Source: an optimization exercise on an open RTL-to-GDS flow (aim: small area). Production flows keep margins and buffers that such runs may drop.
Where RTL was checked, it was by simulation tests only, not by an equivalence proof against the original.
Power and IR drop assume default switching activity.

== trial 29 ==
==> flow/design.v (excerpt) <==
module scl_pulse (
    input  wire        clk,
    input  wire        rst,               
    input  wire [16:0] cfg_const,         
    input  wire        cfg_test,          
    input  wire [15:0] cfg_tick_len,      
    input  wire        tick,              
    input  wire [47:0] e_uj,              
    output reg         pls,               
    output reg  [31:0] backlog,           
    output reg         bklg_evt           
);
For scale: about 240 flip-flops, ~120 I/O pins, roughly 0.013 mm² of cells after synthesis.
make LEC_CHECK=0 CAP_MARGIN=20 CORE_MARGIN=2 CORE_UTILIZATION=40 SLEW_MARGIN=20 finish   # period 20.0 ns
run.sh (not shown) runs the stock make flow with config.mk's settings and CLKGATE_MAP_FILE= SYNTH_SCRIPT=/design/flow/synth_recipe.tcl, a recipe that flattens the netlist after the stock synthesis.
The following lists how build 51 was set up differently from trial 29:
diff --git a/flow/config.mk b/flow/config.mk
--- a/flow/config.mk
+++ b/flow/config.mk
@@ -7,0 +8 @@
+export ABC_AREA = 1
Results
Compared with trial 29, build 51 instantiates a larger number of standard cells.
[build 51 vs trial 29] worst hold slack across all endpoints: lower in build 51
Run comparison: build 51 capturing instance or port of the critical path wc[13]; trial 29 capturing instance or port of the critical path wc[16]
Build 51 | stages: all done | timing, DRC, antenna: all pass
Against trial 29, build 51 reports a combinational group share of total power that is higher.
Diff trial 29 -> build 51: sequential share of layout area lower, data-path buffer share of cell area in the final layout shrank by 0.64 points.
Function was not checked in any run of this note: the RTL went through the layout flow alone.

* * *

scl_pulse, a different RTL version from the one above (not shown whole).
Size: about 1100 cells after synthesis, about 120 I/O pins, ~9200 um^2 of cells after synthesis.
export LEC_CHECK = 0
export CAP_MARGIN = 20
export CORE_MARGIN = 2
export CORE_UTILIZATION = 40
export SLEW_MARGIN = 20
create_clock -name core_clock -period 20.0 [get_ports {clk}]
standard.sh (not shown) runs the stock make flow with config.mk's settings and CLKGATE_MAP_FILE= SYNTH_SCRIPT=/design/flow/synth_recipe.tcl, a recipe that flattens the netlist after the stock synthesis.
==> flow/flow/run.sh <==
#!/bin/bash
# Own layout flow: the standard ORFS flow (standard.sh) with
#  - synthesis: the standard synthesis script, but ABC maps with an area
#    oriented script (flow/abc.script) and Yosys's full-adder extraction is
#    off; registers, their names and cell types are as in the standard one;
#  - every port still gets a buffer, of the smallest buffer cell;
#  - clock tree synthesis without dummy loads and with smaller buffers.
# Each make run writes its full output to a log file in the work folder.
set -euo pipefail
W=$(pwd)
F=$W/flow
cat > $W/own_synth.tcl <<EOT
proc abc {args} {
  set i [lsearch -exact \$args -script]
  if {\$i >= 0} { lset args [expr {\$i + 1}] $F/abc.script }
  yosys abc {*}\$args
}
source $W/synth_recipe.tcl
EOT
CTS="-sink_clustering_enable -repair_clock_nets -dont_use_dummy_load -buf_list sky130_fd_sc_hd__clkbuf_4 -sink_clustering_size 9 -sink_clustering_max_diameter 50"
bash standard.sh SYNTH_SCRIPT=$W/own_synth.tcl ADDER_MAP_FILE= \
  "BUFFER_PORTS_ARGS=-buffer_cell sky130_fd_sc_hd__buf_1" \
  "CTS_ARGS=$CTS" finish > $W/make_finish.log 2>&1
==> flow/flow/abc.script <==
strash
&get -n
&deepsyn -T 20
&put
dch -f
amap -F 2 -A 20
topo
Then changed:
--- a/flow/config.mk
+++ b/flow/config.mk
@@ -8,4 +8,4 @@
 export CAP_MARGIN = 20
 export CORE_MARGIN = 2
-export CORE_UTILIZATION = 40
+export CORE_UTILIZATION = 65
 export SLEW_MARGIN = 20
Maximum frequency came out lower slightly.
Die area goes down by well over a third.
Worst setup slack is worse by 0.085 ns.
First-iteration DRC count went up by a quarter to a third.
Power came out higher slightly.
Clock power falls by a few percent.
Clock-buffer cell count is lower by 2.
Utilization climbs by 28 points.

* * *

scl_pulse, a different RTL version from the one above (not shown whole).
For scale: roughly 0.0095 sq mm of cells after synthesis.
Settings: LEC_CHECK=0, CAP_MARGIN=0, CORE_MARGIN=2, CORE_UTILIZATION=50, SLEW_MARGIN=0; clock period 20.0 ns.
==> flow/flow/run.sh <==
#!/bin/bash
# Own layout flow: the standard ORFS flow (standard.sh) with
#  - synthesis: the standard synthesis script, but ABC maps with an area
#    oriented script (flow/abc.script) and Yosys's full-adder extraction is
#    off; registers, their names and cell types are as in the standard one;
#  - every port still gets a buffer, of the smallest buffer cell;
#  - clock tree synthesis without dummy loads and with smaller buffers.
# Each make run writes its full output to a log file in the work folder.
set -euo pipefail
W=$(pwd)
F=$W/flow
cat > $W/own_synth.tcl <<EOT
proc abc {args} {
  set i [lsearch -exact \$args -script]
  if {\$i >= 0} { lset args [expr {\$i + 1}] $F/abc.script }
  yosys abc {*}\$args
}
source $W/synth_recipe.tcl
EOT
CTS="-sink_clustering_enable -repair_clock_nets -dont_use_dummy_load -buf_list sky130_fd_sc_hd__clkbuf_4 -sink_clustering_size 10 -sink_clustering_max_diameter 60"
bash standard.sh SYNTH_SCRIPT=$W/own_synth.tcl ADDER_MAP_FILE= \
  "BUFFER_PORTS_ARGS=-buffer_cell sky130_fd_sc_hd__buf_1" \
  "CTS_ARGS=$CTS" finish > $W/make_finish.log 2>&1
==> flow/flow/abc.script <==
strash
&get -n
&deepsyn -T 20
&put
dch -f
amap
topo
The baseline completed without violations.
Rerun with:
--- a/flow/config.mk
+++ b/flow/config.mk
@@ -6,6 +6,6 @@
 export NUM_CORES = 4
 export LEC_CHECK = 0
-export CAP_MARGIN = 0
+export CAP_MARGIN = 20
 export CORE_MARGIN = 2
-export CORE_UTILIZATION = 50
-export SLEW_MARGIN = 0
+export CORE_UTILIZATION = 70
+export SLEW_MARGIN = 20
The new run passed the timing, DRC and antenna checks.
Register-to-register slack gets worse by 0.33 ns.
Critical path depth does not change.
Wire length goes up by 0.46%.
Sequential share of layout area goes up by 0.52 points.
Rerun with:
--- a/flow/flow/run.sh
+++ b/flow/flow/run.sh
@@ -18,5 +18,5 @@
 source $W/synth_recipe.tcl
 EOT
-CTS="-sink_clustering_enable -repair_clock_nets -dont_use_dummy_load -buf_list sky130_fd_sc_hd__clkbuf_4 -sink_clustering_size 10 -sink_clustering_max_diameter 60"
+CTS="-sink_clustering_enable -repair_clock_nets -dont_use_dummy_load -buf_list sky130_fd_sc_hd__clkbuf_4 -sink_clustering_size 9 -sink_clustering_max_diameter 50"
 bash standard.sh SYNTH_SCRIPT=$W/own_synth.tcl ADDER_MAP_FILE= \
   "BUFFER_PORTS_ARGS=-buffer_cell sky130_fd_sc_hd__buf_1" \
==> flow/flow/abc.script (replaced) <==
strash
&get -n
&deepsyn -T 20
&put
dch -f
amap -F 2 -A 20
topo
--- a/flow/config.mk
+++ b/flow/config.mk
@@ -8,4 +8,6 @@
 export CAP_MARGIN = 20
 export CORE_MARGIN = 2
-export CORE_UTILIZATION = 70
+export CORE_UTILIZATION = 50
+export GPL_ROUTABILITY_DRIVEN = 0
+export GPL_TIMING_DRIVEN = 0
 export SLEW_MARGIN = 20
After rerunning:
- clock skew drops by 0.027 ns
- worst hold slack got worse by 0.011 ns
- utilization falls by 22 points
- combinational power rises by a little under a tenth
Rerun with:
--- a/flow/config.mk
+++ b/flow/config.mk
@@ -9,5 +9,3 @@
 export CORE_MARGIN = 2
 export CORE_UTILIZATION = 50
-export GPL_ROUTABILITY_DRIVEN = 0
-export GPL_TIMING_DRIVEN = 0
 export SLEW_MARGIN = 20
What happened: The changed run produced a clean layout. Fmax goes up by 1.5%. Critical path depth went down by 35. Core utilization fell by 0.16 points. Worst hold slack improves by 0.026 ns. Power drops by 0.51%. Setup slack gains 0.14 ns. Clock skew rises by 0.0068 ns. Wire length grows by 0.50%. Non-clock buffer count rises by 6.

## static timing again, ports no longer ideal
How much do the figures lean on ideal ports? The routed layouts below were timed once more, with nothing changed but the port constraints.
Step 1 (the two cells are an assumption about what drives the block):
set clk [get_ports {clk}]
set_driving_cell -lib_cell sky130_fd_sc_hd__clkbuf_16 $clk
set_driving_cell -lib_cell sky130_fd_sc_hd__buf_2 [delete_from_list [all_inputs] $clk]
Step 2 times the ports against the registers' clock, not the clock port: input delays grow and output delays shrink by t, the midpoint of the rising clock arrivals with the driver on.
Three values: ideal ports, drivers, drivers and shift; two values: the first two.
run	shift t [ns]	setup WS [ns]	hold slack, ns	worst register clock-pin slew, ns	worst slew at a driven data input, ns
trial 29	0.576	12.387 / 12.402 / 11.826	0.415 / 0.415 / 0.415	0.06 / 0.06	0.05
build 51	0.587	13.462 / 13.461 / 12.874	0.401 / 0.401 / 0.401	0.06 / 0.06	0.05
the first run of note 2	0.686	10.808 / 10.778 / 10.307	0.392 / 0.392 / 0.392	0.10 / 0.10	0.05
the second run of note 2	0.686	10.722 / 10.736 / 10.049	0.413 / 0.413 / 0.413	0.11 / 0.11	0.07
the first run of note 3	0.691	10.806 / 10.781 / 10.504	0.415 / 0.415 / 0.415	0.12 / 0.12	0.04
the second run of note 3	0.658	10.850 / 10.824 / 10.439	0.406 / 0.406 / 0.406	0.12 / 0.12	0.05
the third run of note 3	0.680	10.510 / 10.526 / 9.845	0.395 / 0.395 / 0.395	0.11 / 0.11	0.04
the fourth run of note 3	0.670	10.653 / 10.616 / 10.324	0.421 / 0.421 / 0.421	0.11 / 0.11	0.04
After both steps every run listed still meets setup and hold. The setup slack of the second run of note 2, which loses most, moves by +0.014 ns with the drivers and by -0.673 ns with both steps.
